Background: an optimization exercise with open tools, aiming at small area, a short achievable clock period and few clock cycles. Do not read the settings as production practice.
The RTL was checked by simulation tests, not by an equivalence proof against the original design.
Power figures rest on the tool's default switching activity, not on a simulated workload.

run A:
// auction_unit
module auction_unit (
    input  wire         clk,
    input  wire         rst,
    input  wire         bid_valid,
    output wire         bid_ready,
    input  wire [15:0]  bid_qid,
    input  wire [3:0]   bid_booth,
    input  wire [2:0]   bid_origin,
    input  wire [31:0]  bid_score,
    input  wire [47:0]  bid_item,
    input  wire         cmd_valid,
    output wire         cmd_ready,
    input  wire [1:0]   cmd_op,
    input  wire [15:0]  cmd_qid,
    input  wire [3:0]   cmd_booth,
    input  wire [7:0]   cmd_k,
    input  wire         cmd_mode,
    input  wire         cmd_dir,
    output reg          out_valid,
    input  wire         out_ready,
    output reg          out_last,
    output wire [127:0] out_data,
    output wire         idle,
    output wire         au_heaps,
    output wire [7:0]   au_pool,
    output reg  [15:0]  au_bids,
    output reg  [15:0]  au_dropunk,
    output reg  [15:0]  au_droplate,
    output reg  [15:0]  au_dropfor,
    output reg  [15:0]  au_badbid,
    output reg  [15:0]  au_opens,
    output reg  [15:0]  au_closes,
    output reg  [25:0]  au_lastdrop
);
Size: ~6900 cells after synthesis, ~2100 flip-flops, ~420 I/O pins.
clock: 10.0 ns
lec_check: 0
abc_clock_period_in_ps: 3500
cap_margin: 20
core_margin: 2
core_utilization: 60
cts_cluster_diameter: 60
cts_cluster_size: 30
place_density: 0.72
setup_slack_margin: 5
slew_margin: 20
standard.sh (not shown) runs the stock make flow with config.mk's settings and CLKGATE_MAP_FILE= SYNTH_SCRIPT=/design/flow/synth_recipe.tcl, a recipe that flattens the netlist after the stock synthesis.
==> flow/flow/run.sh <==
#!/bin/bash
set -euo pipefail
bash standard.sh SETUP_SLACK_MARGIN=6.7 finish > standard_flow.log 2>&1
Testbench counts of run A, summed over its fixed seeds: cycles 15,836.
The following lists how run B was set up differently from run A:
==> flow/flow/run.sh <==
#!/bin/bash
set -euo pipefail
bash standard.sh SETUP_SLACK_MARGIN=6.4 finish > standard_flow.log 2>&1
Results
- Between run A and run B, the count of inserted tapcells does not differ in any meaningful way.
- The ratio of final minimum period to clock period of run B is higher than that of run A.
- The lower sequential share of cell area of run A and run B is in run A.
- Run B vs. run A: clock buffer and inverter area fraction after layout saw an increase, total internal power saw little to no change.
- When the final numbers for run A and run B were put side by side, the maximum frequency turned out to be smaller in run B.
- Compare run A and run B | area taken by flip-flops and latches higher: run A
- Run B vs run A, total power went down by 0.78%.
- Any difference in slew at the pin closest to its max-slew limit between run A and run B is small enough to ignore.
- Delta (run B minus run A): final setup slack of the worst path decreased 0.30 ns, proportion of power drawn by the clock network shows an increase of 0.5 points.
Setup changes, run B to run C
==> flow/flow/run.sh <==
#!/bin/bash
set -euo pipefail
bash standard.sh SETUP_SLACK_MARGIN=6.55 finish > standard_flow.log 2>&1
## What came out
Per the comparison of run C with run B, total power decreased by about 0.5% relative to the old numbers, switching power saw an increase, via count went up by about 0.8%, clock power share shows a reduction of 0.5 points, non-clock buffer instance count of the final layout has increased. Between run C and run B, the difference in final setup violation count is negligible. Standard cell with the maximum stage delay on the critical path = sky130_fd_sc_hd__a21oi_1: run B; standard cell with the maximum stage delay on the critical path = sky130_fd_sc_hd__a221o_1: run C. Die area came out exactly the same in run C and run B. Met1 wire length (higher): run B. Cmp run C vs run B: setup slack higher in run C.


Another version of the RTL of auction_unit (not shown whole).
Size in the first run: ~6900 cells after synthesis, ~420 I/O pins, roughly 95000 µm² of cells after synthesis.
Settings: LEC_CHECK=0, ABC_CLOCK_PERIOD_IN_PS=3500, CAP_MARGIN=20, CORE_MARGIN=2, CORE_UTILIZATION=60, CTS_CLUSTER_DIAMETER=60, CTS_CLUSTER_SIZE=30, PLACE_DENSITY=0.72, SETUP_SLACK_MARGIN=5, SLEW_MARGIN=20; clock period 10.0 ns.
==> flow/flow/run.sh <==
#!/bin/bash
set -euo pipefail
bash standard.sh SETUP_SLACK_MARGIN=6.55 finish > standard_flow.log 2>&1
Testbench counts at the start, summed over its fixed seeds: cycles 15,788.
Change:
==> flow/flow/run.sh (replaced) <==
#!/bin/bash
set -euo pipefail
bash standard.sh SETUP_SLACK_MARGIN=6.4 finish > standard_flow.log 2>&1
Result: Synthesized cell count stays the same. Routed wire length came out lower by 2.2%. Cell area came out lower by 1.8%. Setup slack loses 58 ps. Total power came out lower by 0.88%. Clock power came out lower by about 2%. Non-clock buffer count came out lower by 109.


== before ==
auction_unit, a different RTL version from the one above (not shown whole).
Size: about 2,100 flip-flops, roughly 420 I/O pins.
// auction_unit
module auction_unit (
    input  wire         clk,
    input  wire         rst,
    input  wire         bid_valid,
    output wire         bid_ready,
    input  wire [15:0]  bid_qid,
    input  wire [3:0]   bid_booth,
    input  wire [2:0]   bid_origin,
    input  wire [31:0]  bid_score,
    input  wire [47:0]  bid_item,
    input  wire         cmd_valid,
    output wire         cmd_ready,
    input  wire [1:0]   cmd_op,
    input  wire [15:0]  cmd_qid,
    input  wire [3:0]   cmd_booth,
    input  wire [7:0]   cmd_k,
    input  wire         cmd_mode,
    input  wire         cmd_dir,
    output reg          out_valid,
    input  wire         out_ready,
    output reg          out_last,
    output wire [127:0] out_data,
    output wire         idle,
    output wire         au_heaps,
    output wire [7:0]   au_pool,
    output reg  [15:0]  au_bids,
    output reg  [15:0]  au_dropunk,
    output reg  [15:0]  au_droplate,
    output reg  [15:0]  au_dropfor,
    output reg  [15:0]  au_badbid,
    output reg  [15:0]  au_opens,
    output reg  [15:0]  au_closes,
    output reg  [25:0]  au_lastdrop
);
    localparam NS = 17;          
    localparam OP_OPEN  = 2'd0;
    localparam OP_CLOSE = 2'd1;
    localparam OP_FREE  = 2'd2;
    localparam ST_OK      = 2'd0;
    localparam ST_NOPERM  = 2'd1;
    localparam ST_BADPAR  = 2'd2;
    localparam ST_RESSHRT = 2'd3;
    reg        h_used;       
    reg        h_open;       
    reg [15:0] h_qid;
  ...
clock: 10.0 ns
lec_check: 0
abc_clock_period_in_ps: 3500
cap_margin: 20
core_margin: 2
core_utilization: 55
cts_cluster_diameter: 60
cts_cluster_size: 30
place_density: 0.68
setup_slack_margin: 5
slew_margin: 20
==> flow/flow/run.sh <==
#!/bin/bash
set -euo pipefail
bash standard.sh SETUP_SLACK_MARGIN=6.4 finish > standard_flow.log 2>&1
Testbench counts of before, summed over its fixed seeds: cycles 15,788.
The inputs of after differ from those of before as listed below.
--- a/flow/config.mk
+++ b/flow/config.mk
@@ -9,8 +9,8 @@
 export CAP_MARGIN = 20
 export CORE_MARGIN = 2
-export CORE_UTILIZATION = 55
+export CORE_UTILIZATION = 60
 export CTS_CLUSTER_DIAMETER = 60
 export CTS_CLUSTER_SIZE = 30
-export PLACE_DENSITY = 0.68
+export PLACE_DENSITY = 0.72
 export SETUP_SLACK_MARGIN = 5
 export SLEW_MARGIN = 20
Findings:
sky130_fd_sc_hd__a221o_1 as the cell with the largest stage delay on the worst path was reported by before, and sky130_fd_sc_hd__or3_4 by after. Diff before..after | part of the total power dissipated in combinational logic | negligible. after: period utilization is 0.28 points higher than what before reported. before was routed with fewer vias than after. For the critical path depth, after came in 3 higher than before did. NOTE: worst setup slack in after falls short of that of before.

==> static timing again, ports no longer ideal <==
How much do the figures lean on ideal ports? The routed layouts below were timed once more, with nothing changed but the port constraints. Step 1 assumes that a clkbuf_16 drives the clock port and a buf_2 every other input. Step 2 times the ports against the registers' clock, not the clock port: input delays grow and output delays shrink by t, the midpoint of the rising clock arrivals with the driver on. Three values: no drivers, after step 1, after step 2; two values: the first two.
| run | shift t [ns] | slack for setup (ns) | latest minus earliest clock arrival (ns) | worst register clock-pin slew, ns |
|---|---|---|---|---|
| run A | 0.903 | 6.430 / 6.338 / 5.795 | 0.066 / 0.066 | 0.11 / 0.11 |
| run B | 0.887 | 6.128 / 6.128 / 5.534 | 0.064 / 0.064 | 0.11 / 0.11 |
| run C | 0.915 | 6.341 / 6.261 / 5.591 | 0.062 / 0.062 | 0.11 / 0.11 |
| the first run of note 2 | 0.907 | 6.203 / 6.203 / 5.482 | 0.059 / 0.059 | 0.11 / 0.11 |
| the second run of note 2 | 0.901 | 6.145 / 6.145 / 5.486 | 0.061 / 0.060 | 0.11 / 0.11 |
| before | 0.919 | 5.750 / 5.805 / 4.886 | 0.068 / 0.068 | 0.11 / 0.11 |
| after | 0.909 | 5.722 / 5.777 / 4.867 | 0.069 / 0.069 | 0.11 / 0.11 |
After both steps setup and hold are still met in every run listed. For before, which loses most, drivers alone change the setup slack by +0.055 ns; drivers and shift together by -0.864 ns.
